What follows belongs to an exercise in optimizing a design on an open flow for small area, a short achievable clock period and few clock cycles per item; a production flow would make more cautious choices. Where RTL was checked, it was by simulation tests only, not by an equivalence proof against the original. Function not checked in runs 6 and 7: the RTL went through the layout flow alone.

==> flow/design.v <==
module cell_check (
    input  wire        clk,
    input  wire        rst,
    input  wire        in_valid,
    output wire        in_ready,
    input  wire [31:0] in_data,      
    input  wire [3:0]  in_stream,    
    output reg         res_valid,    
    output reg  [1:0]  res_kind,     
    output reg  [3:0]  res_stream,
    output reg  [15:0] res_lost      
);
    localparam [31:0] POLY_R = 32'hEDB8_8320;    
    localparam [31:0] HC     = 32'h76AD_8866;
    localparam [1023:0] FM = {32'h826880EF, 32'hC35CC098, 32'hE3C6E0A3, 32'h71E37051, 32'hBA9938C7, 32'hDF241C8C, 32'h6F920E46, 32'hB5A187CC, 32'hD8B84309, 32'h6C5C2184, 32'hB446902D, 32'hD84BC8F9, 32'hEE4D6493, 32'h7726B249, 32'h3B935924, 32'h1DC9AC92, 32'h8C8C56A6, 32'h46462B53, 32'h232315A9, 32'h11918AD4, 32'h08C8C56A, 32'h046462B5, 32'h805AB1B5, 32'hC245D835, 32'h6122EC1A, 32'h3091760D, 32'h9A203BE9, 32'h4D101DF4, 32'h26880EFA, 32'h1344077D, 32'h09A203BE, 32'h04D101DF};
    function [31:0] crc_shift32;
        input [31:0] x;
        integer j;
        begin
            for (j = 0; j < 32; j = j + 1)
                crc_shift32[j] = ^(x & FM[32*j +: 32]);
        end
    endfunction
    function [31:0] bswap;
        input [31:0] w;
        bswap = {w[7:0], w[15:8], w[23:16], w[31:24]};
    endfunction
    localparam [1:0] S_W0  = 2'd0,   
                     S_W1  = 2'd1,   
                     S_PRE = 2'd2,   
                     S_DAT = 2'd3;   
    reg  [1:0]  st;
    reg         rdy;         
    reg  [6:0]  wcnt;        
    reg  [31:0] cx;          
    reg         dec;         
    reg  [31:0] acc;         
    wire        take = in_valid & rdy_st;
    wire        last = (wcnt == 7'd66);
    reg         idle;
    reg  [15:0] seq;         
    reg  [3:0]  cs;          
    wire        rdy_st = (st == S_W0) || (st == S_DAT);
    assign in_ready = rdy;
    always @(posedge clk) begin
        if (st == S_W1)
            cx <= ~bswap({5'd0, acc[27:17], acc[7:0], in_data[31:24]});
        else if (st == S_PRE)
            cx <= crc_shift32(cx) ^ bswap(acc);
        else if (st == S_DAT && take)
            cx <= crc_shift32(cx) ^ (last ? ~in_data : bswap(in_data));
        if (st == S_PRE)
            wcnt <= 7'd0;
        else if (take)
            wcnt <= wcnt + 7'd1;
        dec <= 1'b0;
        rdy <= 1'b1;
        if (rst)
            st <= S_W0;
        else begin
            case (st)
            S_W0:
                if (take) begin
                    st  <= S_W1;
                    rdy <= 1'b0;
                end
            S_W1: begin
                rdy <= 1'b0;
                if (in_valid) st <= S_PRE;
            end
            S_PRE: st <= S_DAT;
            default:
                if (take && last) begin
                    st  <= S_W0;
                    dec <= 1'b1;
                end
            endcase
        end
    end
    reg  [16:0] ring [0:15];
    reg  [3:0]  head;
    reg  [15:0] lseq;        
    reg         lsync;
    reg  [3:0]  lid;
    reg         dirty;       
    wire        hit   = (head == lid);
    wire        fetch = (lid != cs) && !dirty && (head == cs);
    integer k;
    always @(posedge clk) begin
        ring[0] <= hit ? {lsync & ~rst, lseq} : {ring[15][16] & ~rst, ring[15][15:0]};
        for (k = 1; k < 16; k = k + 1)
            ring[k] <= {ring[k-1][16] & ~rst, ring[k-1][15:0]};
        head <= rst ? 4'd0 : head + 4'd1;
    end
    reg         dq;          
    wire [15:0] delta = idle ? seq : (lsync ? (lseq ^ seq) : 16'd0);
    wire [31:0] macc  = acc[0] ? ((acc >> 1) ^ POLY_R) : (acc >> 1);
    wire        hwin  = (wcnt[6:4] == 3'd3) || (wcnt == 7'd64);
    wire [3:0]  hcnt  = wcnt[3:0];
    always @(posedge clk) begin
        if (st == S_W0 && take)
            acc <= in_data;
        else if (st == S_DAT && take && hwin) begin
            dq  <= delta[{~hcnt[3], hcnt[2:0]}];
            acc <= (wcnt == 7'd48) ? 32'd0 : (macc ^ (dq ? HC : 32'd0));
        end
    end
    reg         ok_a, ok_b, dec2;
    wire [15:0] expv   = lsync ? lseq : seq;
    wire [15:0] exp1   = expv + 16'd1;
    wire [15:0] seq1   = seq + 16'd1;
    wire [15:0] nseq   = ok_a ? exp1 : seq1;
    wire        kind2  = !idle && !ok_a && ok_b;
    wire        upd    = dec2 && !idle && (ok_a || ok_b);
    always @(posedge clk) begin
        ok_a <= (cx == acc);                   
        ok_b <= (cx == 32'd0);                 
        dec2 <= dec & ~rst;
        if (rst) begin
            lsync <= 1'b0;
            dirty <= 1'b0;
            lid   <= 4'd0;
        end else if (upd) begin
            lseq  <= nseq;
            lsync <= 1'b1;
            dirty <= 1'b1;
        end else if (fetch) begin
            lseq  <= ring[15][15:0];
            lsync <= ring[15][16];
            lid   <= cs;
        end else if (hit)
            dirty <= 1'b0;
        if (st == S_PRE) begin
            cs   <= in_stream;
            seq  <= {acc[7:0], in_data[31:24]};
            idle <= (acc[31:28] == 4'd0);
        end
        res_valid  <= dec2 & ~rst;
        res_kind   <= idle ? (ok_a ? 2'd1 : 2'd3) : (ok_a ? 2'd0 : (ok_b ? 2'd2 : 2'd3));
        res_stream <= cs;
        res_lost   <= kind2 ? (seq - lseq) : 16'd0;
    end
endmodule
==> flow/flow/run.sh <==
#!/bin/bash
# Standard layout, with the timing repair aimed further below the clock period
# than the 5 ns SETUP_SLACK_MARGIN allows in config.mk, plain buffers on the
# ports and the clock tree settings below. Make's own output goes to make.log;
# each ORFS step writes its log under orfs/logs/.
set -euo pipefail
bash standard.sh 'BUFFER_PORTS_ARGS=-buffer_cell sky130_fd_sc_hd__buf_1' \
    'CTS_ARGS=-sink_clustering_enable -repair_clock_nets -sink_clustering_size 28 -sink_clustering_max_diameter 70 -buf_list sky130_fd_sc_hd__clkbuf_16 -dont_use_dummy_load' \
    SETUP_SLACK_MARGIN=5.5 finish > make.log 2>&1
==> flow/standard.sh <==
#!/bin/bash
# synth_recipe.tcl (not shown) runs the flow's synth.tcl, then flattens the netlist and writes it again
# the make line also repeats each setting of config.mk as NAME=value (left out here)
make -C /OpenROAD-flow-scripts/flow DESIGN_CONFIG=/design/flow/config.mk WORK_HOME=/design/flow/orfs CLKGATE_MAP_FILE= SYNTH_SCRIPT=/design/flow/synth_recipe.tcl "${@:-finish}"
==> flow/config.mk <==
export PLATFORM = sky130hd
export DESIGN_NAME = cell_check
export DESIGN_NICKNAME = cell_check
export VERILOG_FILES = /design/flow/design.v
export SDC_FILE = /design/flow/constraint.sdc
export NUM_CORES = 4
export LEC_CHECK = 0
export CAP_MARGIN = 20
export CORE_MARGIN = 2
export CORE_UTILIZATION = 40
export SLEW_MARGIN = 20
==> flow/constraint.sdc <==
create_clock -name core_clock -period 8.0 [get_ports {clk}]
set_input_delay 1.6000 -clock core_clock [delete_from_list [all_inputs] [get_ports {clk}]]
set_output_delay 1.6000 -clock core_clock [all_outputs]
set_load 0.01 [all_outputs]
==> reports/metrics.yaml, run 1 <==
io_pins: 63
finalHoldViolations: 0
root_buffer: "clkbuf_16"
synth_seq_area_share: 0.558
grt_max_degree: 66
rrSetupSlack_ps: 5510
hold_buffers: 0
finalSetupViolCount: 0
finClkSkew_ps: 53.5
dr.pass1.iters: 5
routed_wl_um: 40400
status: "timing/DRC/antenna clean"
worstPathRequired_ps: 8190
hold_start: "ring[2][3]"
grt_use_total: 0.178
rr_endpoint: "cx[2]"
placed_cells: 2001
fin_cells: 2077
ys_ff_latch: 421
path_max_fanout: 16
synth_ff_type: "dfxtp_1"
initial_core_util: 0.404
busiest_layer: "met2"
grtUsageMet3: 0.0195
clock_sinks: 421
rows: 75
grt_pass1_vias: 9849
fmax_ghz: 0.386
cp-startpoint: "in_valid"
dieHeight_um: 210
worstSetupEndpointType: "flip-flop"
crit_type: "in -> reg"
reg2regPathDepth: 8
place_congestion: 0.903
fin_crit_ps: 2590
finalMaxSlewViolations: 0
wl_per_cell_um: 19.4
fp.coreArea_um2: 41900
syn_nets: 1559
die_x_um: 210
tritoncts.num_buffers: 25
period_share: 0.324
n_fill_cell: 3909
vias: 10500
cts_tree: "done"
grt_pass1_wl_um: 59600
area_growth_pct: 12.1
met1_usage: 0.253
synth_area_per_cell_um2: 11.5
drive_above_1_share: 0.131
antenna_found_initial: 0
maxCapViolCount: 0
hold_end: "ring[3][3]"
rsz0062_at_grt: "yes"
holdPathStages: 0
portBuffers: 62
nNetsFinal: 1620
path_clk_slew_ps: 90
synth-edff-count: 102
syn_inst: 1478
cts_max_path_buffers: 3
syn_area_um2: 16900
critical_path_arrival_ps: 2780
dieArea_um2: 44000
critPathLaunchType: "input port"
antenna_left: 0
cts_max_level: 1
place_hpwl_um: 27600
crit_slowest_cell: "nor2b_4"
ys_async_sr_fraction: 0
worst_slew_pin_slew_ps: 770
crit_chain: "buf_1 -> nor2b_4 -> nand3_2 -> nand2b_4"
hp-class: "reg -> reg"
clk_latency_ps: 550
drt-initial-drc-count: 891
drc: 0
gr-usage-met2: 0.287
relSlewSlack: 0.485
via_per_inst: 5.08
fin_setup_tns_ps: 0
r2r_start: "cx[25]"
final_common_cell: "dfxtp_1"
synth.distinct_cells: 66
cpPeakStageDelay_ps: 360
yosysWarnings: 2
grt_overflow: 0
mostFrequentLayoutCells: "dfxtp_1 (310), xnor2_1 (217), edfxtp_1 (102)"
## worst max-delay path: cells and delay by family
| family | cells | cell delay, ps |
|---|---|---|
| simple gates | 3 | 910 |
| buf+inv | 1 | 260 |
## stage by stage
step	utilization	area, um2	hold slack [ps]	worst slack, ps
2_1_floorplan	-	17000	310	5370
3_3_place_gp	0.419	17500	310	4680
3_5_place_dp	0.419	17500	312	4630
4_1_cts	0.444	18600	275	5380
5_1_grt	0.453	19000	276	5360
6_report	0.453	19000	272	5410
## what timing repair did
item	4_1_cts	5_1_grt
gates cloned	0	2
endpoints found under the setup margin	147	92
endpoints found under the hold margin	0	0
pin swaps	8	11
buffers inserted	32	16
gates resized for setup	52	40
## how the worst max path moves through the flow
| stage | slack [ps] | cells after the start | endpoint |
|---|---|---|---|
| 2_1_floorplan | 5370 | 4 | acc[0] |
| 3_3_place_gp | 4680 | 4 | acc[14] |
| 3_5_place_dp | 4630 | 4 | acc[12] |
| 4_1_cts | 5380 | 1 | res_lost[5] |
| 5_1_grt | 5360 | 4 | acc[19] |
| 6_report | 5410 | 4 | acc[19] |
## area by class of cell
class | count | area [um2] | area share
flip-flops and latches | 421 | 9460 | 0.499
multi-input cells | 911 | 7210 | 0.380
repair buffers | 117 | 754 | 0.0398
well taps | 539 | 674 | 0.0356
clock buffers | 25 | 626 | 0.0330
inverters | 63 | 236 | 0.0125
diodes | 1 | 2.50 | 0.000132
## cells in the mapped netlist (2+ instances only)
cell      number  area share
dfxtp_1      319        0.38
xnor2_1      237        0.12
edfxtp_1     102        0.18
nor2_1        87       0.019
xor2_1        86       0.045
nand2_1       75       0.017
inv_1         63       0.014
o21ai_0       60       0.018
a21oi_1       59       0.017
mux2i_1       43       0.025
ha_1          41       0.030
buf_2         40       0.012
a22o_1        32       0.017
clkbuf_1      31      0.0069
nor2b_1       22      0.0081
a211oi_1      21      0.0093
nor4_1        17      0.0063
xnor2_2       13       0.012
nand4_1       12      0.0044
nand3_1       10      0.0030
nand2b_1       9      0.0033
a21o_1         8      0.0035
nor3_1         8      0.0024
buf_4          6      0.0027
o21bai_1       6      0.0027
a31oi_1        5      0.0018
o211ai_1       5      0.0022
o21ai_1        5      0.0015
and3_1         4      0.0015
buf_6          4      0.0027
and2_1         3      0.0011
buf_1          3     0.00067
mux2_2         3      0.0020
or3_1          3      0.0011
a211o_1        2      0.0010
mux4_2         2      0.0027
nor3b_1        2     0.00089
o21a_1         2     0.00089
## per-layer routing
layer	vias to the layer above	part of all wire	wire length (um)
met4	0	0.031	1250
met3	65	0.061	2480
met2	356	0.46	18500
li1	5026	-	-
met1	5096	0.45	18200
met5	-	0	0
## kinds of logic (layout without fill, tap and decap cells)
logic type / after synthesis / in the layout / share of synthesized area
compound gates: 215 / 215 / 0.0807
mux: 50 / 50 / 0.0323
simple gates: 264 / 266 / 0.0764
buf+inv: 148 / 205 / 0.0390
flops: 421 / 421 / 0.558
fa+ha+maj: 42 / 42 / 0.0315
xor+xnor: 338 / 338 / 0.182
other cells: 0 / 1 / 0
## flip-flops by register name (all words and copies together), names as in the netlist, 7 cells and up
signal    flops
acc          32
cx           32
lseq         16
res_lost     16
ring        272
seq          16
wcnt          7
Testbench counts, summed over its fixed seeds: cycles 89,624, cells 1,280.
==> inputs of run 2 (changes only) <==
==> flow/flow/run.sh (replaced) <==
#!/bin/bash
# Standard layout, with the timing repair aimed further below the clock period
# than the 5 ns SETUP_SLACK_MARGIN allows in config.mk, plain buffers on the
# ports and the clock tree settings below. Make's own output goes to make.log;
# each ORFS step writes its log under orfs/logs/.
set -euo pipefail
bash standard.sh 'BUFFER_PORTS_ARGS=-buffer_cell sky130_fd_sc_hd__buf_4' \
    'CTS_ARGS=-sink_clustering_enable -repair_clock_nets -sink_clustering_size 30 -sink_clustering_max_diameter 85 -buf_list sky130_fd_sc_hd__clkbuf_16 -dont_use_dummy_load' \
    SETUP_SLACK_MARGIN=5.6 finish > make.log 2>&1
==> run 2 against run 1 <==
Against the previous run: clock-buffer cell count shrank 7; final cell count is essentially flat; first-iteration DRC count grew 22%.
==> reports/metrics.yaml, run 2 <==
synth_top_area_frac: 0.377  # unchanged
r2r_start: "cx[23]"  # was cx[25]
antenna_found_initial: 1  # was 0
syn_nets: 1559  # unchanged
path_depth: 1  # was 4
path_max_fanout: 1  # was 16
fp.coreArea_um2: 41900  # unchanged
finClkSkew_ps: 60.1  # was 53.5 ps
finalSetupViolCount: 0  # unchanged
drc: 0  # unchanged
initial_core_util: 0.404  # unchanged
status: "timing/DRC/antenna clean"  # unchanged
wl_per_cell_um: 20.5  # was 19.4 um
dieHeight_um: 210  # unchanged
nNetsFinal: 1623  # was 1620
routed_wl_um: 42600  # was 40400 um
synth_seq_area_share: 0.558  # unchanged
critPathCapture: "res_kind[0]"  # was acc[19]
fin_ws_ps: 5430  # was 5410 ps
dieArea_um2: 44000  # unchanged
reg.largest.list: "ring x272, acc x32, cx x32"  # unchanged
synth_most_common_cell: "dfxtp_1"  # unchanged
synth.distinct_cells: 66  # unchanged
cts_max_path_buffers: 3  # unchanged
rrSetupSlack_ps: 5600  # was 5510 ps
dr.pass1.iters: 5  # unchanged
place_congestion: 0.895  # was 0.903
area_growth_pct: 15.5  # was 12.1%
holdPathStages: 0  # unchanged
path_clk_slew_ps: 100  # was 90 ps
cts_tree: "done"  # unchanged
die_x_um: 210  # unchanged
cp-startpoint: "res_kind[0]"  # was in_valid
via_per_inst: 5.13  # was 5.08
place_hpwl_um: 27900  # was 27600 um
fmax_ghz: 0.389  # was 0.386 GHz
finalHoldViolations: 0  # unchanged
largest_register_ffs: 272  # unchanged
crit_chain: "buf_6"  # was buf_1 -> nor2b_4 -> nand3_2 -> nand2b_4
rows: 75  # unchanged
yosys.area.top_type: "dfxtp_1"  # unchanged
synth_common_cells: "dfxtp_1 (319), xnor2_1 (237), edfxtp_1 (102), nor2_1 (87), xor2_1 (86)"  # unchanged
place_worst_setup_slack_ps: 4630  # about the same
clock_sinks: 421  # unchanged
grt_overflow: 0  # unchanged
final_common_cell: "dfxtp_1"  # unchanged
crit_type: "reg -> out"  # was in -> reg
maxCapViolCount: 0  # unchanged
drive_above_1_share: 0.199  # was 0.131
ys_ff_latch: 421  # unchanged
relSlewSlack: 0.374  # was 0.485
n_fill_cell: 3827  # was 3909
drt-initial-drc-count: 1083  # was 891
synth_area_per_cell_um2: 11.5  # unchanged
reg2regPathDepth: 8  # unchanged
synth_ff_type: "dfxtp_1"  # unchanged
root_buffer: "clkbuf_16"  # unchanged
cpPeakStageDelay_ps: 340  # was 360 ps
grt_pass1_wl_um: 62300  # was 59600 um
critPathLaunchType: "flip-flop"  # was input port
worst_slew_pin_slew_ps: 930  # was 770 ps
synth-edff-count: 102  # unchanged
worstPathRequired_ps: 6400  # was 8190 ps
syn_inst: 1478  # unchanged
cts_max_level: 1  # unchanged
portBuffers: 62  # unchanged
finalMaxSlewViolations: 0  # unchanged
syn_area_um2: 16900  # unchanged
path_buf_inv: 1  # unchanged
holdWs_ps: 321  # was 272 ps
critical_path_arrival_ps: 970  # was 2780 ps
fin_crit_ps: 2570  # was 2590 ps
ys_async_sr_fraction: 0  # unchanged
grt_pass1_vias: 10100  # was 9849
vias: 10700  # was 10500
grt_use_total: 0.187  # was 0.178
clk_latency_ps: 540  # was 550 ps
antenna_cells: 0  # was 1
yosysWarnings: 2  # unchanged
rsz0062_at_grt: "yes"  # unchanged
rr_endpoint: "cx[16]"  # was cx[2]
ys_top_cells_by_area: "dfxtp_1 (38%), edfxtp_1 (18%), xnor2_1 (12%), xor2_1 (4.5%), ha_1 (3.0%)"  # unchanged
fin_setup_tns_ps: 0  # unchanged
antenna_left: 0  # unchanged
tritoncts.num_buffers: 18  # was 25
regMostFlops: "ring"  # unchanged
io_pins: 63  # unchanged
period_share: 0.321  # was 0.324
mostFrequentLayoutCells: "dfxtp_1 (293), xnor2_1 (195), edfxtp_1 (102)"  # was dfxtp_1 (310), xnor2_1 (217), edfxtp_1 (102)
hp-class: "reg -> reg"  # unchanged
critPathTopFamily: "flip-flops"  # was simple AND/OR/NAND/NOR gates
worstSetupEndpointType: "primary output"  # was flip-flop
grt_max_degree: 98  # was 66
crit_slowest_cell: "dfxtp_2"  # was nor2b_4
run 2: per-stage QoR:
step,std cells,utilization,instance area (um2)
5_1_grt,2079,0.467,19500
6_report,2079,0.467,19500
3_5_place_dp,1998,0.424,17800
4_1_cts,2062,0.454,19000
2_1_floorplan,1478,-,17100
3_3_place_gp,1998,0.424,17800
run 2: worst min path at each step:
stage / startpoint / end / slack, ps
after floorplan: ring[9][0] / ring[10][0] / 310
after global placement: ring[8][12] / ring[9][12] / 310
after detailed placement: ring[9][0] / ring[10][0] / 310
after CTS: ring[4][11] / ring[5][11] / 320
after global routing: ring[4][11] / ring[5][11] / 330
final: ring[4][11] / ring[5][11] / 320
run 2: logic make-up after synthesis:
logic type	synth area share
compound gates	0.0807
fa+ha+maj	0.0315
mux	0.0323
flops	0.558
simple gates	0.0764
buf+inv	0.0390
xor+xnor	0.182
run 2: final cells by class:
cell class              instances  area [um2]  area share
multi-input cells             914        7640       0.391
repair buffers                124        1060      0.0541
well taps                     539         674      0.0345
inverters                      63         236      0.0121
clock buffers                  18         450      0.0230
flip-flops and latches        421        9490       0.486
run 2: per-layer routing:
metal  vias up  global-route usage  part of all wire
met5         -                   0           0.00031
met4         2              0.0536             0.029
met3        79              0.0268             0.074
met2       426               0.292              0.45
met1      5125               0.270              0.45
li1       5039                   -                 -
run 2: timing repair:
| item | 4_1_cts | 5_1_grt |
|---|---|---|
| endpoints found under the setup margin | 159 | 116 |
| pin swaps | 18 | 26 |
| setup buffers | 45 | 13 |
| gates resized for setup | 99 | 74 |
| gates cloned | 1 | 4 |
| hold buffers | 0 | 0 |
| endpoints found under the hold margin | 0 | 0 |
==> inputs of run 3 (changes only) <==
--- a/flow/design.v
+++ b/flow/design.v
@@ -14,9 +14,109 @@
     localparam [31:0] HC     = 32'h76AD_8866;
-    localparam [1023:0] FM = {32'h826880EF, 32'hC35CC098, 32'hE3C6E0A3, 32'h71E37051, 32'hBA9938C7, 32'hDF241C8C, 32'h6F920E46, 32'hB5A187CC, 32'hD8B84309, 32'h6C5C2184, 32'hB446902D, 32'hD84BC8F9, 32'hEE4D6493, 32'h7726B249, 32'h3B935924, 32'h1DC9AC92, 32'h8C8C56A6, 32'h46462B53, 32'h232315A9, 32'h11918AD4, 32'h08C8C56A, 32'h046462B5, 32'h805AB1B5, 32'hC245D835, 32'h6122EC1A, 32'h3091760D, 32'h9A203BE9, 32'h4D101DF4, 32'h26880EFA, 32'h1344077D, 32'h09A203BE, 32'h04D101DF};
     function [31:0] crc_shift32;
         input [31:0] x;
-        integer j;
+        reg t32, t33, t34, t35, t36, t37, t38, t39, t40, t41, t42, t43, t44, t45, t46, t47, t48, t49, t50, t51, t52, t53, t54, t55, t56, t57, t58, t59, t60, t61, t62, t63, t64, t65, t66, t67, t68, t69, t70, t71, t72, t73, t74, t75, t76, t77, t78, t79, t80, t81, t82, t83, t84, t85, t86, t87, t88, t89, t90, t91, t92, t93, t94, t95, t96, t97, t98, t99, t100, t101, t102;
         begin
-            for (j = 0; j < 32; j = j + 1)
-                crc_shift32[j] = ^(x & FM[32*j +: 32]);
+            t32 = x[2] ^ x[7];
+            t33 = x[0] ^ x[22];
+            t34 = x[3] ^ x[6];
+            t35 = x[1] ^ x[23];
+            t36 = x[4] ^ t33;
+            t37 = x[16] ^ x[28];
+            t38 = x[11] ^ x[25];
+            t39 = x[24] ^ x[30];
+            t40 = x[17] ^ x[29];
+            t41 = x[18] ^ x[26];
+            t42 = x[5] ^ x[31];
+            t43 = x[19] ^ x[27];
+            t44 = x[14] ^ x[15];
+            t45 = x[12] ^ x[13];
+            t46 = x[9] ^ x[10];
+            t47 = x[5] ^ x[8];
+            t48 = x[20] ^ t32;
+            t49 = x[3] ^ x[21];
+            t50 = t39 ^ t40;
+            t51 = x[23] ^ t37;
+            t52 = x[7] ^ x[25];
+            t53 = x[4] ^ x[11];
+            t54 = x[21] ^ t34;
+            t55 = x[30] ^ t43;
+            t56 = x[13] ^ t41;
+            t57 = x[27] ^ t38;
+            t58 = t35 ^ t43;
+            t59 = x[24] ^ t47;
+            t60 = x[0] ^ t45;
+            t61 = x[29] ^ x[31];
+            t62 = x[9] ^ x[28];
+            t63 = x[15] ^ x[24];
+            t64 = x[2] ^ x[20];
+            t65 = x[10] ^ x[12];
+            t66 = x[12] ^ t42;
+            t67 = x[26] ^ t46;
+            t68 = x[18] ^ t44;
+            t69 = x[14] ^ t51;
+            t70 = t36 ^ t56;
+            t71 = x[8] ^ t48;
+            t72 = t34 ^ t36;
+            t73 = x[6] ^ t48;
+            t74 = x[2] ^ x[28];
+            t75 = x[9] ^ x[17];
+            t76 = x[10] ^ x[22];
+            t77 = x[15] ^ x[25];
+            t78 = x[1] ^ x[10];
+            t79 = x[4] ^ x[19];
+            t80 = x[20] ^ x[31];
+            t81 = x[7] ^ t37;
+            t82 = x[13] ^ t53;
+            t83 = t49 ^ t65;
+            t84 = x[17] ^ t42;
+            t85 = x[14] ^ t32;
+            t86 = x[30] ^ t38;
+            t87 = t33 ^ t42;
+            t88 = x[8] ^ t62;
+            t89 = x[16] ^ t52;
+            t90 = x[6] ^ t50;
+            t91 = t54 ^ t60;
+            t92 = t51 ^ t63;
+            t93 = t52 ^ t68;
+            t94 = t36 ^ t45;
+            t95 = t35 ^ t67;
+            t96 = t32 ^ t54;
+            t97 = t40 ^ t59;
+            t98 = t57 ^ t64;
+            t99 = t58 ^ t76;
+            t100 = t41 ^ t66;
+            t101 = x[14] ^ t55;
+            t102 = t53 ^ t73;
+            crc_shift32[0] = (t72 ^ (((x[16] ^ x[26]) ^ t35) ^ t71));
+            crc_shift32[1] = (((t35 ^ t49) ^ t59) ^ (t75 ^ ((x[27] ^ x[4]) ^ t32)));
+            crc_shift32[2] = (t72 ^ (t59 ^ (t74 ^ ((x[18] ^ x[25]) ^ t46))));
+            crc_shift32[3] = (t95 ^ ((x[7] ^ (x[29] ^ x[5])) ^ (t79 ^ (t34 ^ t38))));
+            crc_shift32[4] = ((((x[26] ^ x[27]) ^ t39) ^ (t47 ^ t65)) ^ t102);
+            crc_shift32[5] = (t91 ^ (t88 ^ ((x[7] ^ t42) ^ t57)));
+            crc_shift32[6] = (t69 ^ (t60 ^ (t64 ^ ((x[29] ^ x[3]) ^ t46))));
+            crc_shift32[7] = ((t50 ^ t82) ^ (t78 ^ (t44 ^ t49)));
+            crc_shift32[8] = ((t66 ^ t68) ^ (t86 ^ ((x[16] ^ x[2]) ^ t36)));
+            crc_shift32[9] = (t94 ^ (((x[15] ^ x[19]) ^ t84) ^ t71));
+            crc_shift32[10] = (((x[9] ^ (x[21] ^ x[5])) ^ t85) ^ t70);
+            crc_shift32[11] = ((t47 ^ (t34 ^ t44)) ^ t99);
+            crc_shift32[12] = ((x[9] ^ t92) ^ t102);
+            crc_shift32[13] = (t97 ^ (t89 ^ (x[0] ^ t83)));
+            crc_shift32[14] = (t70 ^ (t86 ^ (t75 ^ (x[8] ^ (x[1] ^ x[6])))));
+            crc_shift32[15] = (t100 ^ (t85 ^ (t46 ^ t58)));
+            crc_shift32[16] = (t99 ^ (t82 ^ ((x[26] ^ t63) ^ t81)));
+            crc_shift32[17] = ((t97 ^ t98) ^ (x[12] ^ t69));
+            crc_shift32[18] = (t91 ^ (t50 ^ (t77 ^ (t41 ^ t62))));
+            crc_shift32[19] = (t70 ^ (((t61 ^ t78) ^ t89) ^ t101));
+            crc_shift32[20] = (t72 ^ (((x[11] ^ t44) ^ t55) ^ (t81 ^ t84)));
+            crc_shift32[21] = ((((x[15] ^ x[3]) ^ t33) ^ (t40 ^ t74)) ^ t100);
+            crc_shift32[22] = (t71 ^ (t56 ^ ((x[22] ^ x[29]) ^ t55)));
+            crc_shift32[23] = (t101 ^ (t88 ^ (t80 ^ ((x[0] ^ x[23]) ^ t49))));
+            crc_shift32[24] = (t96 ^ (((x[8] ^ t61) ^ t67) ^ t92));
+            crc_shift32[25] = (t98 ^ (t90 ^ t95));
+            crc_shift32[26] = ((((x[28] ^ x[31]) ^ t32) ^ (t39 ^ t41)) ^ (t57 ^ t83));
+            crc_shift32[27] = (t73 ^ ((t58 ^ t60) ^ (t61 ^ (t37 ^ t38))));
+            crc_shift32[28] = ((t90 ^ t94) ^ (x[21] ^ t69));
+            crc_shift32[29] = (t93 ^ (t87 ^ ((x[13] ^ t35) ^ t50)));
+            crc_shift32[30] = ((((x[22] ^ x[3]) ^ t39) ^ (t79 ^ t80)) ^ t93);
+            crc_shift32[31] = ((((x[19] ^ x[1]) ^ t77) ^ t87) ^ t96);
         end
--- a/flow/flow/run.sh
+++ b/flow/flow/run.sh
@@ -7,3 +7,3 @@
 bash standard.sh 'BUFFER_PORTS_ARGS=-buffer_cell sky130_fd_sc_hd__buf_4' \
-    'CTS_ARGS=-sink_clustering_enable -repair_clock_nets -sink_clustering_size 30 -sink_clustering_max_diameter 85 -buf_list sky130_fd_sc_hd__clkbuf_16 -dont_use_dummy_load' \
-    SETUP_SLACK_MARGIN=5.6 finish > make.log 2>&1
+    'CTS_ARGS=-sink_clustering_enable -repair_clock_nets -sink_clustering_size 28 -sink_clustering_max_diameter 70 -buf_list sky130_fd_sc_hd__clkbuf_16 -dont_use_dummy_load' \
+    SETUP_SLACK_MARGIN=5.5 finish > make.log 2>&1
==> run 3 against run 2 <==
Against the previous run: sequential cell count is the same; non-clock buffer count fell by 10; fmax fell by 1.7%; worst hold slack got worse by 31 ps; global-route usage up 0.37 points; highest routed layer is now met4.
==> reports/metrics.yaml, run 3 <==
nNetsFinal: 1553  # was 1623
crit_slowest_cell: "dfxtp_2"  # unchanged
rsz0062_at_grt: "yes"  # unchanged
path_clk_slew_ps: 100  # about the same
dr.pass1.iters: 5  # unchanged
path_max_fanout: 1  # unchanged
regMostFlops: "ring"  # unchanged
die_x_um: 207  # was 210 um
antenna_cells: 0  # unchanged
status: "timing/DRC/antenna clean"  # unchanged
rows: 74  # was 75
mostFrequentLayoutCells: "dfxtp_1 (291), xnor2_1 (198), edfxtp_1 (102)"  # was dfxtp_1 (293), xnor2_1 (195), edfxtp_1 (102)
path_depth: 1  # unchanged
yosysWarnings: 2  # unchanged
path_buf_inv: 1  # unchanged
grt_use_total: 0.191  # was 0.187
ys_ff_latch: 421  # unchanged
fmax_ghz: 0.382  # was 0.389 GHz
cts_max_level: 1  # unchanged
finalSetupViolCount: 0  # unchanged
syn_inst: 1427  # was 1478
synth_most_common_cell: "dfxtp_1"  # unchanged
fin_ws_ps: 5380  # was 5430 ps
syn_nets: 1494  # was 1559
synth-edff-count: 102  # unchanged
n_fill_cell: 3631  # was 3827
drive_above_1_share: 0.190  # was 0.199
area_growth_pct: 16.8  # was 15.5%
ys_async_sr_fraction: 0  # unchanged
utilization: 0.472  # was 0.467
worst_slew_pin_slew_ps: 1120  # was 930 ps
wl_per_cell_um: 20.5  # about the same
cpPeakStageDelay_ps: 330  # was 340 ps
portBuffers: 62  # unchanged
reg2regPathDepth: 11  # was 8
synth.distinct_cells: 53  # was 66
finClkSkew_ps: 71.7  # was 60.1 ps
grt_overflow: 0  # unchanged
synth_ff_type: "dfxtp_1"  # unchanged
clock_sinks: 421  # unchanged
holdPathStages: 0  # unchanged
place_hpwl_um: 27800  # was 27900 um
dieHeight_um: 207  # was 210 um
place_worst_setup_slack_ps: 4770  # was 4630 ps
finalHoldViolations: 0  # unchanged
io_pins: 63  # unchanged
drc: 0  # unchanged
synth_common_cells: "dfxtp_1 (319), xnor2_1 (226), xor2_1 (106), edfxtp_1 (102), o21ai_0 (74)"  # was dfxtp_1 (319), xnor2_1 (237), edfxtp_1 (102), nor2_1 (87), xor2_1 (86)
grt_max_degree: 52  # was 98
synth_top_area_frac: 0.389  # was 0.377
worstPathRequired_ps: 6400  # about the same
cts_tree: "done"  # unchanged
holdWs_ps: 290  # was 321 ps
vias: 10400  # was 10700
relSlewSlack: 0.254  # was 0.374
synth_area_per_cell_um2: 11.5  # about the same
grt_pass1_vias: 9891  # was 10100
via_per_inst: 5.18  # was 5.13
syn_area_um2: 16400  # was 16900 um2
dieArea_um2: 42700  # was 44000 um2
fin_crit_ps: 2620  # was 2570 ps
yosys.area.top_type: "dfxtp_1"  # unchanged
period_share: 0.327  # was 0.321
ys_top_cells_by_area: "dfxtp_1 (39%), edfxtp_1 (19%), xnor2_1 (12%), xor2_1 (5.7%), mux2i_1 (2.7%)"  # was dfxtp_1 (38%), edfxtp_1 (18%), xnor2_1 (12%), xor2_1 (4.5%), ha_1 (3.0%)
reg.largest.list: "ring x272, acc x32, cx x32"  # unchanged
drt-initial-drc-count: 844  # was 1083
crit_chain: "buf_6"  # unchanged
cts_max_path_buffers: 3  # unchanged
critPathLaunchType: "flip-flop"  # unchanged
maxCapViolCount: 0  # unchanged
antenna_found_initial: 0  # was 1
critical_path_arrival_ps: 1020  # was 970 ps
critPathTopFamily: "flip-flops"  # unchanged
crit_type: "reg -> out"  # unchanged
grt_pass1_wl_um: 61200  # was 62300 um
finalMaxSlewViolations: 0  # unchanged
routed_wl_um: 41300  # was 42600 um
clk_latency_ps: 580  # was 540 ps
fin_setup_tns_ps: 0  # unchanged
tritoncts.num_buffers: 26  # was 18
final_common_cell: "dfxtp_1"  # unchanged
hold_buffers: 0  # unchanged
fp.coreArea_um2: 40600  # was 41900 um2
root_buffer: "clkbuf_16"  # unchanged
hp-class: "reg -> reg"  # unchanged
largest_register_ffs: 272  # unchanged
initial_core_util: 0.404  # about the same
antenna_left: 0  # unchanged
worstSetupEndpointType: "primary output"  # unchanged
place_congestion: 0.903  # was 0.895
synth_seq_area_share: 0.575  # was 0.558
[run 3: per-layer routing]
layer	track usage	share of wire	vias up
met3	0.0305	0.072	95
met4	0.0653	0.040	0
met2	0.296	0.44	411
met5	0	0	-
met1	0.270	0.45	5002
li1	-	-	4925
[run 3: metrics by stage]
| stage | instances | cell area, um2 |
|---|---|---|
| floorplan | 1427 | 16700 |
| global placement | 1937 | 17400 |
| detailed placement | 1937 | 17400 |
| CTS | 1986 | 18600 |
| global route | 2016 | 19200 |
| finish | 2016 | 19200 |
[run 3: path summary, 6_finish.rpt]
| check | startpoint | end | slack, ps |
|---|---|---|---|
| worst max-delay path | rdy | in_ready | 5380 |
| worst min-delay path | ring[7][6] | ring[8][6] | 290 |
| worst max register to register | seq[0] | res_lost[10] | 5460 |
| worst min register to register | ring[7][6] | ring[8][6] | 290 |
[run 3: what timing repair did]
item	4_1_cts	5_1_grt
pin swaps	10	32
gates cloned	3	3
endpoints found under the setup margin	128	132
setup buffers	20	27
resized for setup	86	64
[run 3: area by class of cell]
type | instances | area [um2] | area share
repair buffers | 114 | 1070 | 0.0558
inverters | 30 | 113 | 0.00587
clock buffers | 26 | 651 | 0.0339
well taps | 532 | 666 | 0.0347
multi-input cells | 893 | 7190 | 0.375
flip-flops and latches | 421 | 9490 | 0.495
[run 3: logic make-up after synthesis]
kind of cell / after synthesis / share of synthesized area
buf+inv: 118 / 0.0302
xor+xnor: 335 / 0.181
mux: 52 / 0.0337
simple gates: 258 / 0.0770
flops: 421 / 0.575
compound gates: 215 / 0.0813
fa+ha+maj: 28 / 0.0218
Testbench counts of run 3, summed over its fixed seeds: cycles 89,624, cells 1,280.
==> inputs of run 4 (changes only) <==
--- a/flow/flow/run.sh
+++ b/flow/flow/run.sh
@@ -8,2 +8,2 @@
     'CTS_ARGS=-sink_clustering_enable -repair_clock_nets -sink_clustering_size 28 -sink_clustering_max_diameter 70 -buf_list sky130_fd_sc_hd__clkbuf_16 -dont_use_dummy_load' \
-    SETUP_SLACK_MARGIN=5.5 finish > make.log 2>&1
+    SETUP_SLACK_MARGIN=5.45 finish > make.log 2>&1
--- a/flow/config.mk
+++ b/flow/config.mk
@@ -10,2 +10,3 @@
 export CORE_UTILIZATION = 40
+export GPL_TIMING_DRIVEN = 1
 export SLEW_MARGIN = 20
==> run 4 against run 3 <==
Against the previous run: still clean; non-clock buffer count down 6; core utilization down 0.89 points; register-to-register slack about the same; sequential share of layout area up 0.92 points; wire length down 3.4%; final cell count down 0.55%; final area down 1.9%; clock skew about the same; sequential cell count unchanged; highest routed layer unchanged.
==> reports/metrics.yaml, run 4 <==
crit_slowest_cell: "dfxtp_2"  # unchanged
syn_inst: 1427  # unchanged
syn_area_um2: 16400  # unchanged
postPlaceCellArea_um2: 17400  # about the same
synth_top_area_frac: 0.389  # unchanged
synth_most_common_cell: "dfxtp_1"  # unchanged
maxCapViolCount: 0  # unchanged
rr_endpoint: "res_lost[10]"  # unchanged
antenna_cells: 0  # unchanged
critPathLaunchType: "flip-flop"  # unchanged
io_pins: 63  # unchanged
worst_slew_pin_slew_ps: 855  # was 1120 ps
synth_area_per_cell_um2: 11.5  # unchanged
fin_crit_ps: 2610  # was 2620 ps
r2r_start: "seq[0]"  # unchanged
place_hpwl_um: 27400  # was 27800 um
hold_buffers: 0  # unchanged
path_clk_slew_ps: 100  # about the same
crit_type: "reg -> out"  # unchanged
yosysWarnings: 2  # unchanged
rows: 74  # unchanged
dr.pass1.iters: 5  # unchanged
dieArea_um2: 42700  # unchanged
synth_ff_type: "dfxtp_1"  # unchanged
cpPeakStageDelay_ps: 340  # was 330 ps
root_buffer: "clkbuf_16"  # unchanged
cts_tree: "done"  # unchanged
grt_overflow: 0  # unchanged
met1_length_um: 18300  # was 18500 um
tritoncts.num_buffers: 22  # was 26
hp-class: "reg -> reg"  # unchanged
reg2regPathDepth: 11  # unchanged
ys_top_cells_by_area: "dfxtp_1 (39%), edfxtp_1 (19%), xnor2_1 (12%), xor2_1 (5.7%), mux2i_1 (2.7%)"  # unchanged
drc: 0  # unchanged
path_max_fanout: 1  # unchanged
n_fill_cell: 3750  # was 3631
status: "timing/DRC/antenna clean"  # unchanged
synth-edff-count: 102  # unchanged
cts_max_path_buffers: 3  # unchanged
rrSetupSlack_ps: 5450  # was 5460 ps
crit_chain: "buf_6"  # unchanged
nNetsFinal: 1542  # was 1553
finClkSkew_ps: 71.4  # was 71.7 ps
via_per_inst: 5.12  # was 5.18
dieHeight_um: 207  # unchanged
placed_cells: 1941  # was 1937
fin_setup_tns_ps: 0  # unchanged
worstSetupEndpointType: "primary output"  # unchanged
wl_per_cell_um: 19.9  # was 20.5 um
critPathCapture: "res_lost[9]"  # was in_ready
grt_use_total: 0.187  # was 0.191
antenna_left: 0  # unchanged
largest_register_ffs: 272  # unchanged
drive_above_1_share: 0.170  # was 0.190
vias: 10300  # was 10400
die_x_um: 207  # unchanged
reg.largest.list: "ring x272, acc x32, cx x32"  # unchanged
finalSetupViolCount: 0  # unchanged
fin_cells: 2005  # was 2016
finalHoldViolations: 0  # unchanged
dr_wl_met3_um: 2110  # was 2960 um
synth_seq_area_share: 0.575  # unchanged
place_congestion: 0.895  # was 0.903
route.met2.wl_um: 18000  # was 18200 um
rsz0062_at_grt: "yes"  # unchanged
yosys.area.top_type: "dfxtp_1"  # unchanged
drt-initial-drc-count: 819  # was 844
cp-startpoint: "res_lost[9]"  # was rdy
portBuffers: 62  # unchanged
ys_ff_latch: 421  # unchanged
clk_latency_ps: 560  # was 580 ps
area_growth_pct: 14.6  # was 16.8%
syn_nets: 1494  # unchanged
path_depth: 1  # unchanged
top_layer: "met4"  # unchanged
postLayoutCellArea_um2: 18800  # was 19200 um2
initial_core_util: 0.404  # unchanged
routed_wl_um: 39900  # was 41300 um
worstPathRequired_ps: 6400  # about the same
critPathTopFamily: "flip-flops"  # unchanged
ys_async_sr_fraction: 0  # unchanged
fp.coreArea_um2: 40600  # unchanged
final_common_cell: "dfxtp_1"  # unchanged
grt_max_degree: 96  # was 52
finalMaxSlewViolations: 0  # unchanged
relSlewSlack: 0.430  # was 0.254
fmax_ghz: 0.383  # was 0.382 GHz
clock_sinks: 421  # unchanged
mostFrequentLayoutCells: "dfxtp_1 (293), xnor2_1 (208), edfxtp_1 (102)"  # was dfxtp_1 (291), xnor2_1 (198), edfxtp_1 (102)
grt_pass1_vias: 9829  # was 9891
path_buf_inv: 1  # unchanged
critical_path_arrival_ps: 1010  # was 1020 ps
grt_pass1_wl_um: 60200  # was 61200 um
synth.distinct_cells: 53  # unchanged
antenna_found_initial: 1  # was 0
synth_common_cells: "dfxtp_1 (319), xnor2_1 (226), xor2_1 (106), edfxtp_1 (102), o21ai_0 (74)"  # unchanged
regMostFlops: "ring"  # unchanged
cts_max_level: 1  # unchanged
period_share: 0.327  # about the same
run 4: cell count changes in the layout (fill, tap and decap cells not counted), moves of 4 or more:
cell / previous run / this run
o21ai_1: 19 / 15
o21ai_2: 5 / 1
o21ai_0: 54 / 62
xnor2_1: 198 / 208
xnor2_2: 25 / 16
nor3_4: 4 / 0
ha_2: 4 / 0
run 4: cell type report:
class | count | area (um2) | area share
clock buffer | 22 | 551 | 0.0292
tap | 532 | 666 | 0.0354
sequential | 421 | 9490 | 0.504
timing repair buffer | 108 | 981 | 0.0521
inverter | 30 | 113 | 0.00598
multi-input combinational | 892 | 7030 | 0.373
run 4: what timing repair did:
item	4_1_cts	5_1_grt
gates cloned	4	2
endpoints found under the setup margin	108	93
hold endpoints to repair	0	0
resized for setup	82	46
buffers inserted	13	23
pin swaps	7	26
run 4: logic make-up after synthesis:
logic type	share of synthesized area
compound gates	0.0813
simple gates	0.0770
xor+xnor	0.181
flops	0.575
mux	0.0337
buf+inv	0.0302
fa+ha+maj	0.0218
run 4: routing by layer:
layer / track usage / up-vias
li1: - / 4887
met1: 0.259 / 5005
met2: 0.297 / 306
met3: 0.0276 / 70
met4: 0.0686 / 0
met5: 0 / -
run 4: per-stage QoR:
stage	hold WS [ps]	setup WS, ps	util
2_1_floorplan	310	5340	-
3_3_place_gp	310	4480	0.428
3_5_place_dp	312	4740	0.428
4_1_cts	286	5350	0.452
5_1_grt	285	5320	0.463
6_report	283	5390	0.463
run 4: worst min-delay path by stage:
stage	end	slack, ps	start	cells after the start
floorplan	ring[10][0]	310	ring[9][0]	0
global placement	ring[8][2]	310	ring[7][2]	0
detailed placement	ring[12][5]	310	ring[11][5]	0
CTS	ring[1][11]	290	ring[0][11]	0
global route	ring[1][11]	290	ring[0][11]	0
finish	ring[1][11]	280	ring[0][11]	0
==> inputs of run 5 (changes only) <==
--- a/flow/config.mk
+++ b/flow/config.mk
@@ -10,3 +10,3 @@
 export CORE_UTILIZATION = 40
-export GPL_TIMING_DRIVEN = 1
+export PLACE_DENSITY = 0.8
 export SLEW_MARGIN = 20
==> run 5 against run 4 <==
Against the previous run: still clean on timing, DRC and antenna; synthesized cell count did not move; critical path depth did not move; worst hold slack improved by 42 ps; first-iteration DRC count is 38% higher; setup slack gained 42 ps; clock skew is 41 ps lower; core utilization decreased by 0.70 points; sequential share of layout area up 0.77 points; via count up 0.90%; critical endpoint is now res_lost[3].
==> reports/metrics.yaml, run 5 <==
r2r_start: "cx[5]"  # was seq[0]
area_growth_pct: 12.9  # was 14.6%
grt_overflow: 0  # unchanged
fin_setup_tns_ps: 0  # unchanged
syn_nets: 1494  # unchanged
wl_per_cell_um: 19.2  # was 19.9 um
synth.distinct_cells: 53  # unchanged
hold_buffers: 0  # unchanged
hp-class: "reg -> reg"  # unchanged
grt_pass1_vias: 9947  # was 9829
initial_core_util: 0.404  # unchanged
synth_seq_area_share: 0.575  # unchanged
yosys.area.top_type: "dfxtp_1"  # unchanged
synth_most_common_cell: "dfxtp_1"  # unchanged
finClkSkew_ps: 30.8  # was 71.4 ps
grt_pass1_wl_um: 57900  # was 60200 um
critical_path_arrival_ps: 970  # was 1010 ps
synth-edff-count: 102  # unchanged
crit_slowest_cell: "dfxtp_2"  # unchanged
cpPeakStageDelay_ps: 330  # was 340 ps
synth_common_cells: "dfxtp_1 (319), xnor2_1 (226), xor2_1 (106), edfxtp_1 (102), o21ai_0 (74)"  # unchanged
clk_latency_ps: 520  # was 560 ps
vias: 10400  # was 10300
critPathTopFamily: "flip-flops"  # unchanged
worstSetupEndpointType: "primary output"  # unchanged
routed_wl_um: 38200  # was 39900 um
critPathLaunchType: "flip-flop"  # unchanged
synth_ff_type: "dfxtp_1"  # unchanged
final_common_cell: "dfxtp_1"  # unchanged
regMostFlops: "ring"  # unchanged
syn_area_um2: 16400  # unchanged
fp.coreArea_um2: 40600  # unchanged
cts_max_path_buffers: 3  # unchanged
dieHeight_um: 207  # unchanged
io_pins: 63  # unchanged
ys_ff_latch: 421  # unchanged
ys_async_sr_fraction: 0  # unchanged
maxCapViolCount: 0  # unchanged
drc: 0  # unchanged
reg.largest.list: "ring x272, acc x32, cx x32"  # unchanged
reg2regPathDepth: 6  # was 11
placed_cells: 1940  # was 1941
nNetsFinal: 1529  # was 1542
finalMaxSlewViolations: 0  # unchanged
status: "timing/DRC/antenna clean"  # unchanged
mostFrequentLayoutCells: "dfxtp_1 (292), xnor2_1 (207), edfxtp_1 (102)"  # was dfxtp_1 (293), xnor2_1 (208), edfxtp_1 (102)
fmax_ghz: 0.389  # was 0.383 GHz
path_clk_slew_ps: 100  # about the same
synth_area_per_cell_um2: 11.5  # unchanged
crit_type: "reg -> out"  # unchanged
die_x_um: 207  # unchanged
rsz0062_at_grt: "yes"  # unchanged
yosysWarnings: 2  # unchanged
rows: 74  # unchanged
rrSetupSlack_ps: 5440  # was 5450 ps
antenna_cells: 0  # unchanged
dr.pass1.iters: 5  # unchanged
finalSetupViolCount: 0  # unchanged
finalHoldViolations: 0  # unchanged
drt-initial-drc-count: 1130  # was 819
synth_top_area_frac: 0.389  # unchanged
cts_max_level: 1  # unchanged
fin_cells: 1992  # was 2005
fin_crit_ps: 2570  # was 2610 ps
via_per_inst: 5.20  # was 5.12
path_buf_inv: 1  # unchanged
root_buffer: "clkbuf_16"  # unchanged
portBuffers: 62  # unchanged
largest_register_ffs: 272  # unchanged
hold_end: "ring[3][15]"  # was ring[1][11]
grt_max_degree: 96  # unchanged
rr_endpoint: "cx[9]"  # was res_lost[10]
antenna_left: 0  # unchanged
relSlewSlack: 0.436  # was 0.430
syn_inst: 1427  # unchanged
place_hpwl_um: 26800  # was 27400 um
cts_tree: "done"  # unchanged
antenna_found_initial: 0  # was 1
drive_above_1_share: 0.156  # was 0.170
tritoncts.num_buffers: 19  # was 22
crit_chain: "buf_6"  # unchanged
hold_start: "ring[2][15]"  # was ring[0][11]
dieArea_um2: 42700  # unchanged
holdPathStages: 0  # unchanged
place_congestion: 0.948  # was 0.895
worst_slew_pin_slew_ps: 845  # was 855 ps
path_max_fanout: 1  # unchanged
ys_top_cells_by_area: "dfxtp_1 (39%), edfxtp_1 (19%), xnor2_1 (12%), xor2_1 (5.7%), mux2i_1 (2.7%)"  # unchanged
clock_sinks: 421  # unchanged
period_share: 0.321  # was 0.327
worstPathRequired_ps: 6400  # about the same
grt_use_total: 0.176  # was 0.187
run 5: cell types whose count changed in the layout (fill, tap and decap cells not counted), sizes merged:
| cell | before | now |
|---|---|---|
| clkbuf | 23 | 19 |
| buf | 106 | 98 |
| or3b | 2 | 3 |
| bufbuf | 1 | 0 |
| nand2b | 13 | 12 |
run 5: per-stage QoR:
| step | area (um2) | hold WS, ps | utilization | setup WS (ps) |
|---|---|---|---|---|
| 2_1_floorplan | 16600 | 310 | - | 5340 |
| 6_report | 18500 | 324 | 0.456 | 5430 |
| 5_1_grt | 18500 | 333 | 0.456 | 5370 |
| 4_1_cts | 18200 | 318 | 0.448 | 5400 |
| 3_5_place_dp | 17400 | 312 | 0.427 | 3990 |
| 3_3_place_gp | 17400 | 310 | 0.427 | 4070 |
run 5: metal layers:
metal / GRT usage / vias to the layer above / wire (um)
met5: 0 / - / 0
met4: 0.0707 / 0 / 1800
met3: 0.0237 / 108 / 2940
met2: 0.279 / 491 / 17300
met1: 0.245 / 4898 / 16200
li1: - / 4863 / -
run 5: cells by family after synthesis:
group,synth area share
adder cells (fa/ha/maj),0.0218
flip-flops,0.575
multiplexers,0.0337
buffers and inverters,0.0302
AND/OR/NAND/NOR,0.0770
XOR/XNOR,0.181
AO/OA/AOI/OAI,0.0813
run 5: final cells by class:
class                      count  area, um2
clock buffer                  19        475
fill                        3570      22100
inverter                      30        113
multi-input combinational    892       6960
sequential                   421       9490
tap                          532        666
timing repair buffer          98        843
run 5: worst max path at each step:
stage,startpoint,depth (start not counted),end
6_report,res_lost[3],1,res_lost[3]
3_3_place_gp,wcnt[0],9,cx[16]
3_5_place_dp,wcnt[0],9,cx[27]
5_1_grt,cx[5],6,cx[9]
2_1_floorplan,in_valid,4,acc[0]
4_1_cts,res_lost[2],1,res_lost[2]
run 5: timing repair:
| item | in CTS | in global routing |
|---|---|---|
| pin swaps | 7 | 1 |
| gates cloned | 3 | 1 |
| gates resized for setup | 81 | 31 |
| endpoints found under the setup margin | 108 | 87 |
| setup buffers | 10 | 19 |
==> inputs of run 6 (changes only) <==
--- a/flow/design.v
+++ b/flow/design.v
@@ -232,3 +232,3 @@
             dirty <= 1'b0;
-        if (st == S_PRE) begin
+        if (st == S_W1 && in_valid) begin
             cs   <= in_stream;
--- a/flow/config.mk
+++ b/flow/config.mk
@@ -10,3 +10,2 @@
 export CORE_UTILIZATION = 40
-export PLACE_DENSITY = 0.8
 export SLEW_MARGIN = 20
==> run 6 against run 5 <==
Against the previous run: still clean; wire length increased by 7.4%; core utilization decreased by 0.22 points; non-clock buffer count increased by 4; sequential share of layout area decreased by 1.1 points; setup slack got worse by 52 ps; area after synthesis increased by 2.4%.
==> reports/metrics.yaml, run 6 <==
cts_max_level: 1  # unchanged
worst_slew_pin_slew_ps: 931  # was 845 ps
final_common_cell: "dfxtp_1"  # unchanged
grt_pass1_wl_um: 62700  # was 57900 um
cts_max_path_buffers: 3  # unchanged
grt_max_degree: 89  # was 96
finalSetupViolCount: 0  # unchanged
ys_ff_latch: 421  # unchanged
crit_slowest_cell: "dfxtp_2"  # unchanged
routed_wl_um: 41100  # was 38200 um
antenna_cells: 0  # unchanged
cts_tree: "done"  # unchanged
dr.pass1.iters: 5  # unchanged
critical_path_arrival_ps: 1020  # was 970 ps
area_growth_pct: 12.7  # was 12.9%
clock_sinks: 421  # unchanged
synth_area_per_cell_um2: 11.8  # was 11.5 um2
syn_inst: 1430  # was 1427
finClkSkew_ps: 53.4  # was 30.8 ps
fmax_ghz: 0.381  # was 0.389 GHz
grt_pass1_vias: 10200  # was 9947
syn_area_um2: 16800  # was 16400 um2
reg.largest.list: "ring x272, acc x32, cx x32"  # unchanged
mostFrequentLayoutCells: "dfxtp_1 (294), xnor2_1 (200), edfxtp_1 (102)"  # was dfxtp_1 (292), xnor2_1 (207), edfxtp_1 (102)
place_hpwl_um: 28400  # was 26800 um
drc: 0  # unchanged
finalHoldViolations: 0  # unchanged
hold_buffers: 0  # unchanged
antenna_found_initial: 1  # was 0
synth-edff-count: 102  # unchanged
drive_above_1_share: 0.160  # was 0.156
synth_top_area_frac: 0.380  # was 0.389
clk_latency_ps: 560  # was 520 ps
relSlewSlack: 0.379  # was 0.436
wl_per_cell_um: 20.4  # was 19.2 um
rsz0062_at_grt: "yes"  # unchanged
status: "timing/DRC/antenna clean"  # unchanged
regMostFlops: "ring"  # unchanged
ys_async_sr_fraction: 0  # unchanged
worstPathRequired_ps: 6400  # about the same
vias: 10500  # was 10400
maxCapViolCount: 0  # unchanged
via_per_inst: 5.20  # about the same
synth_common_cells: "dfxtp_1 (319), xnor2_1 (208), edfxtp_1 (102), xor2_1 (100), nand2_1 (74)"  # was dfxtp_1 (319), xnor2_1 (226), xor2_1 (106), edfxtp_1 (102), o21ai_0 (74)
grt_use_total: 0.188  # was 0.176
postPlaceCellArea_um2: 17700  # was 17400 um2
drt-initial-drc-count: 832  # was 1130
dieHeight_um: 209  # was 207 um
fin_crit_ps: 2620  # was 2570 ps
tritoncts.num_buffers: 25  # was 19
synth_most_common_cell: "dfxtp_1"  # unchanged
place_congestion: 0.918  # was 0.948
fp.coreArea_um2: 41800  # was 40600 um2
period_share: 0.328  # was 0.321
path_buf_inv: 1  # unchanged
syn_nets: 1497  # was 1494
crit_chain: "buf_6"  # unchanged
critPathTopFamily: "flip-flops"  # unchanged
yosys.area.top_type: "dfxtp_1"  # unchanged
finalMaxSlewViolations: 0  # unchanged
rows: 75  # was 74
synth_seq_area_share: 0.562  # was 0.575
crit_type: "reg -> out"  # unchanged
hp-class: "reg -> reg"  # unchanged
postLayoutCellArea_um2: 19000  # was 18500 um2
cpPeakStageDelay_ps: 340  # was 330 ps
synth.distinct_cells: 66  # was 53
initial_core_util: 0.403  # was 0.404
io_pins: 63  # unchanged
critPathLaunchType: "flip-flop"  # unchanged
fin_setup_tns_ps: 0  # unchanged
nNetsFinal: 1541  # was 1529
die_x_um: 209  # was 207 um
dieArea_um2: 43700  # was 42700 um2
portBuffers: 62  # unchanged
root_buffer: "clkbuf_16"  # unchanged
path_max_fanout: 1  # unchanged
worstSetupEndpointType: "primary output"  # unchanged
path_clk_slew_ps: 100  # about the same
grt_overflow: 0  # unchanged
yosysWarnings: 2  # unchanged
antenna_left: 0  # unchanged
ys_top_cells_by_area: "dfxtp_1 (38%), edfxtp_1 (18%), xnor2_1 (11%), xor2_1 (5.2%), mux2i_1 (2.9%)"  # was dfxtp_1 (39%), edfxtp_1 (19%), xnor2_1 (12%), xor2_1 (5.7%), mux2i_1 (2.7%)
synth_ff_type: "dfxtp_1"  # unchanged
largest_register_ffs: 272  # unchanged
## run 6: metal layers
metal  share of wire  global-route usage
met2            0.44               0.293
met3           0.067              0.0281
met4           0.046              0.0840
met5               0                   0
met1            0.45               0.260
## run 6: through the flow
step / setup slack [ps] / hold slack, ps / instances / utilization
after floorplan: 5350 / 310 / 1430 / -
after global placement: 4880 / 310 / 1949 / 0.424
after detailed placement: 4830 / 312 / 1949 / 0.424
after CTS: 5350 / 285 / 1998 / 0.449
after global routing: 5340 / 288 / 2011 / 0.454
final: 5380 / 286 / 2011 / 0.454
## run 6: cells by family (layout without fill, tap and decap cells)
group / count (synthesis) / in the layout / share of synthesized area
compound gates: 212 / 213 / 0.0830
xor+xnor: 328 / 328 / 0.183
fa+ha+maj: 28 / 28 / 0.0213
buf+inv: 122 / 162 / 0.0330
flops: 421 / 421 / 0.562
mux: 59 / 59 / 0.0372
simple gates: 260 / 261 / 0.0801
## run 6: layout make-up
class / count / area, um2
multi-input cells: 889 / 7120
flip-flops and latches: 421 / 9480
repair buffers: 102 / 920
fillers: 3783 / 22800
inverters: 35 / 131
well taps: 539 / 674
clock buffers: 25 / 626
## run 6: repair_timing
item,in CTS,in global routing
buffers inserted,22,13
gates cloned,2,0
endpoints found under the hold margin,0,0
gates resized for setup,60,26
pin swaps,8,4
setup endpoints to repair,142,67
## run 6: worst paths after layout
| check | from | end | slack, ps | depth (start not counted) |
|---|---|---|---|---|
| min | ring[0][11] | ring[1][11] | 290 | 0 |
| max | rdy | in_ready | 5380 | 1 |
| max reg2reg | cx[13] | cx[27] | 5480 | 8 |
| min reg2reg | ring[0][11] | ring[1][11] | 290 | 0 |
==> inputs of run 7 (changes only) <==
--- a/flow/config.mk
+++ b/flow/config.mk
@@ -10,2 +10,3 @@
 export CORE_UTILIZATION = 40
+export PLACE_DENSITY = 0.8
 export SLEW_MARGIN = 20
==> run 7 against run 6 <==
Against the previous run: still clean; sequential cell count did not move; clock-buffer cell count decreased by 2; via count rose by 3.5%; register-to-register slack better by 30 ps; area after synthesis unchanged; first-iteration DRC count is 28% higher; core utilization rose by 0.12 points; die area stayed put; largest cell class unchanged; highest routed layer unchanged.
==> reports/metrics.yaml, run 7 <==
yosysWarnings: 2  # unchanged
synth_area_per_cell_um2: 11.8  # unchanged
syn_area_um2: 16800  # unchanged
synth_top_family_by_area: "XOR/XNOR gates"  # unchanged
vias: 10800  # was 10500
rsz0062_at_grt: "yes"  # unchanged
cp-startpoint: "res_lost[11]"  # was rdy
grt_max_degree: 46  # was 89
routed_wl_um: 40900  # was 41100 um
synth_top_area_frac: 0.380  # unchanged
synth_most_common_cell: "dfxtp_1"  # unchanged
initial_core_util: 0.403  # unchanged
relSlewSlack: 0.389  # was 0.379
fin_setup_tns_ps: 0  # unchanged
synth_compound_area_frac: 0.0830  # unchanged
status: "timing/DRC/antenna clean"  # unchanged
postLayoutCellArea_um2: 19000  # about the same
antenna_found_initial: 1  # unchanged
final_common_cell: "dfxtp_1"  # unchanged
clk_latency_ps: 570  # was 560 ps
wl_per_cell_um: 20.3  # was 20.4 um
place_congestion: 0.934  # was 0.918
synth-edff-count: 102  # unchanged
crit_chain: "buf_6"  # unchanged
crit_type: "reg -> out"  # unchanged
largest_register_ffs: 272  # unchanged
io_pins: 63  # unchanged
synth_adder_area_share: 0.0213  # unchanged
place_worst_setup_slack_ps: 4860  # was 4830 ps
synth_seq_area_share: 0.562  # unchanged
dr.pass1.iters: 5  # unchanged
tritoncts.num_buffers: 23  # was 25
dieHeight_um: 209  # unchanged
cts_max_level: 1  # unchanged
fin_ws_ps: 5380  # about the same
rows: 75  # unchanged
cpPeakStageDelay_ps: 340  # about the same
crit_slowest_cell: "dfxtp_2"  # unchanged
critical_path_arrival_ps: 1020  # about the same
rrSetupSlack_ps: 5510  # was 5480 ps
worstPathRequired_ps: 6400  # about the same
worstSetupEndpointType: "primary output"  # unchanged
finClkSkew_ps: 57.3  # was 53.4 ps
synth.distinct_cells: 66  # unchanged
ys_ff_latch: 421  # unchanged
regMostFlops: "ring"  # unchanged
area_growth_pct: 13.0  # was 12.7%
path_clk_slew_ps: 90  # was 100 ps
critPathLaunchType: "flip-flop"  # unchanged
cts_max_path_buffers: 3  # unchanged
grt_pass1_vias: 10500  # was 10200
antenna_left: 0  # unchanged
drc: 0  # unchanged
finalHoldViolations: 0  # unchanged
worst_slew_pin_slew_ps: 916  # was 931 ps
synth_ff_type: "dfxtp_1"  # unchanged
n_fill_cell: 3699  # was 3783
maxCapViolCount: 0  # unchanged
clock_sinks: 421  # unchanged
grt_overflow: 0  # unchanged
ys_async_sr_fraction: 0  # unchanged
grt_use_total: 0.184  # was 0.188
mostFrequentLayoutCells: "dfxtp_1 (291), xnor2_1 (201), edfxtp_1 (102)"  # was dfxtp_1 (294), xnor2_1 (200), edfxtp_1 (102)
root_buffer: "clkbuf_16"  # unchanged
place_hpwl_um: 28100  # was 28400 um
fp.coreArea_um2: 41800  # unchanged
nNetsFinal: 1547  # was 1541
path_buf_inv: 1  # unchanged
fin_crit_ps: 2620  # about the same
synth_common_cells: "dfxtp_1 (319), xnor2_1 (208), edfxtp_1 (102), xor2_1 (100), nand2_1 (74)"  # unchanged
critPathTopFamily: "flip-flops"  # unchanged
syn_nets: 1497  # unchanged
synth_xor_area_frac: 0.183  # unchanged
hold_start: "ring[6][0]"  # was ring[0][11]
dieArea_um2: 43700  # unchanged
grt_pass1_wl_um: 61900  # was 62700 um
finalSetupViolCount: 0  # unchanged
synth_mux_area_frac: 0.0372  # unchanged
drive_above_1_share: 0.164  # was 0.160
r2r_start: "cx[12]"  # was cx[13]
holdWs_ps: 277  # was 286 ps
path_max_fanout: 1  # unchanged
finalMaxSlewViolations: 0  # unchanged
multi_input_area_um2: 7160  # was 7120 um2
fmax_ghz: 0.382  # was 0.381 GHz
cts_tree: "done"  # unchanged
syn_inst: 1430  # unchanged
synth-simple-area-share: 0.0801  # unchanged
reg.largest.list: "ring x272, acc x32, cx x32"  # unchanged
drt-initial-drc-count: 1068  # was 832
postPlaceCellArea_um2: 17700  # about the same
yosys.area.top_type: "dfxtp_1"  # unchanged
via_per_inst: 5.36  # was 5.20
die_x_um: 209  # unchanged
hold_buffers: 0  # unchanged
regArea_um2: 9490  # was 9480 um2
hp-class: "reg -> reg"  # unchanged
portBuffers: 62  # unchanged
ys_top_cells_by_area: "dfxtp_1 (38%), edfxtp_1 (18%), xnor2_1 (11%), xor2_1 (5.2%), mux2i_1 (2.9%)"  # unchanged
period_share: 0.327  # was 0.328
run 7: cell counts after synthesis:
Identical to the previous run, type by type.
run 7: kinds of logic (layout without fill, tap and decap cells):
logic type	count (synthesis)	after routing
AND/OR/NAND/NOR	260	262
buffers and inverters	122	167
multiplexers	59	59
flip-flops	421	421
other	0	1
AO/OA/AOI/OAI	212	213
adder cells (fa/ha/maj)	28	28
XOR/XNOR	328	328
run 7: through the flow:
step	instances	util
after floorplan	1430	-
after global placement	1948	0.424
after detailed placement	1948	0.424
after CTS	1988	0.447
after global routing	2018	0.455
final	2018	0.455
run 7: timing repair:
action / 4_1_cts / 5_1_grt
resized for setup: 63 / 23
pin swaps: 6 / 7
gates cloned: 2 / 1
setup buffers: 15 / 28
setup endpoints to repair: 132 / 69
run 7: final cells by class:
cell class                      instances  area share
Timing Repair Buffer                  109      0.0511
Inverter                               35     0.00691
Clock buffer                           23      0.0303
Multi-Input combinational cell        890       0.377
Antenna cell                            1    0.000132
Tap cell                              539      0.0355
Sequential cell                       421       0.499
run 7: worst register-to-register path, stage by stage, from the launching register on:
cell,delay (ps)
edfxtp_1,510
inv_1,100
ha_2,320
xor2_1,190
xnor2_1,160
xnor2_1,250
xnor2_2,180
xnor3_1,250
mux2_4,270
run 7: worst paths after layout:
| kind | to | depth (start not counted) |
|---|---|---|
| worst max-delay path | res_lost[11] | 1 |
| worst min-delay path | ring[7][0] | 0 |
| worst min register to register | ring[7][0] | 0 |
| worst max register to register | cx[27] | 8 |
run 7: per-layer routing:
metal,part of all wire,track usage,routed length [um]
met2,0.45,0.297,18600
met1,0.41,0.242,16900
met3,0.086,0.0341,3540
met5,0,0,0
met4,0.047,0.0786,1910

==> static timing again, ports no longer ideal <==
In the flow no input, the clock included, has a driving cell. The finished layouts below were timed again as built, in two steps.
Step 1 (the two cells are an assumption about what drives the block):
set clk [get_ports {clk}]
set_driving_cell -lib_cell sky130_fd_sc_hd__clkbuf_16 $clk
set_driving_cell -lib_cell sky130_fd_sc_hd__buf_2 [delete_from_list [all_inputs] $clk]
Step 2, shift: input delay + t, output delay - t, t = (earliest + latest rising clock arrival at the registers) / 2. This alone moves slack from input paths to output paths.
a / b / c = ideal ports / drivers / drivers and shift; a / b = the first two.
run | t, ns | setup slack, ns | worst register clock-pin slew, ns | cell pins on the clock port's net
run 1 | 0.578 | 5.411 / 5.356 / 4.822 | 0.10 / 0.10 | 1
run 2 | 0.559 | 5.428 / 5.376 / 5.039 | 0.12 / 0.12 | 1
run 3 | 0.598 | 5.384 / 5.328 / 5.069 | 0.10 / 0.10 | 1
run 4 | 0.576 | 5.388 / 5.338 / 4.882 | 0.10 / 0.10 | 1
run 5 | 0.552 | 5.430 / 5.386 / 4.913 | 0.11 / 0.11 | 1
run 6 | 0.596 | 5.378 / 5.320 / 4.920 | 0.10 / 0.10 | 1
run 7 | 0.588 | 5.384 / 5.327 / 4.936 | 0.10 / 0.10 | 1
After both steps setup and hold are still met in every run listed. The setup slack of run 1, which loses most, moves by -0.055 ns with the drivers and by -0.589 ns with both steps.
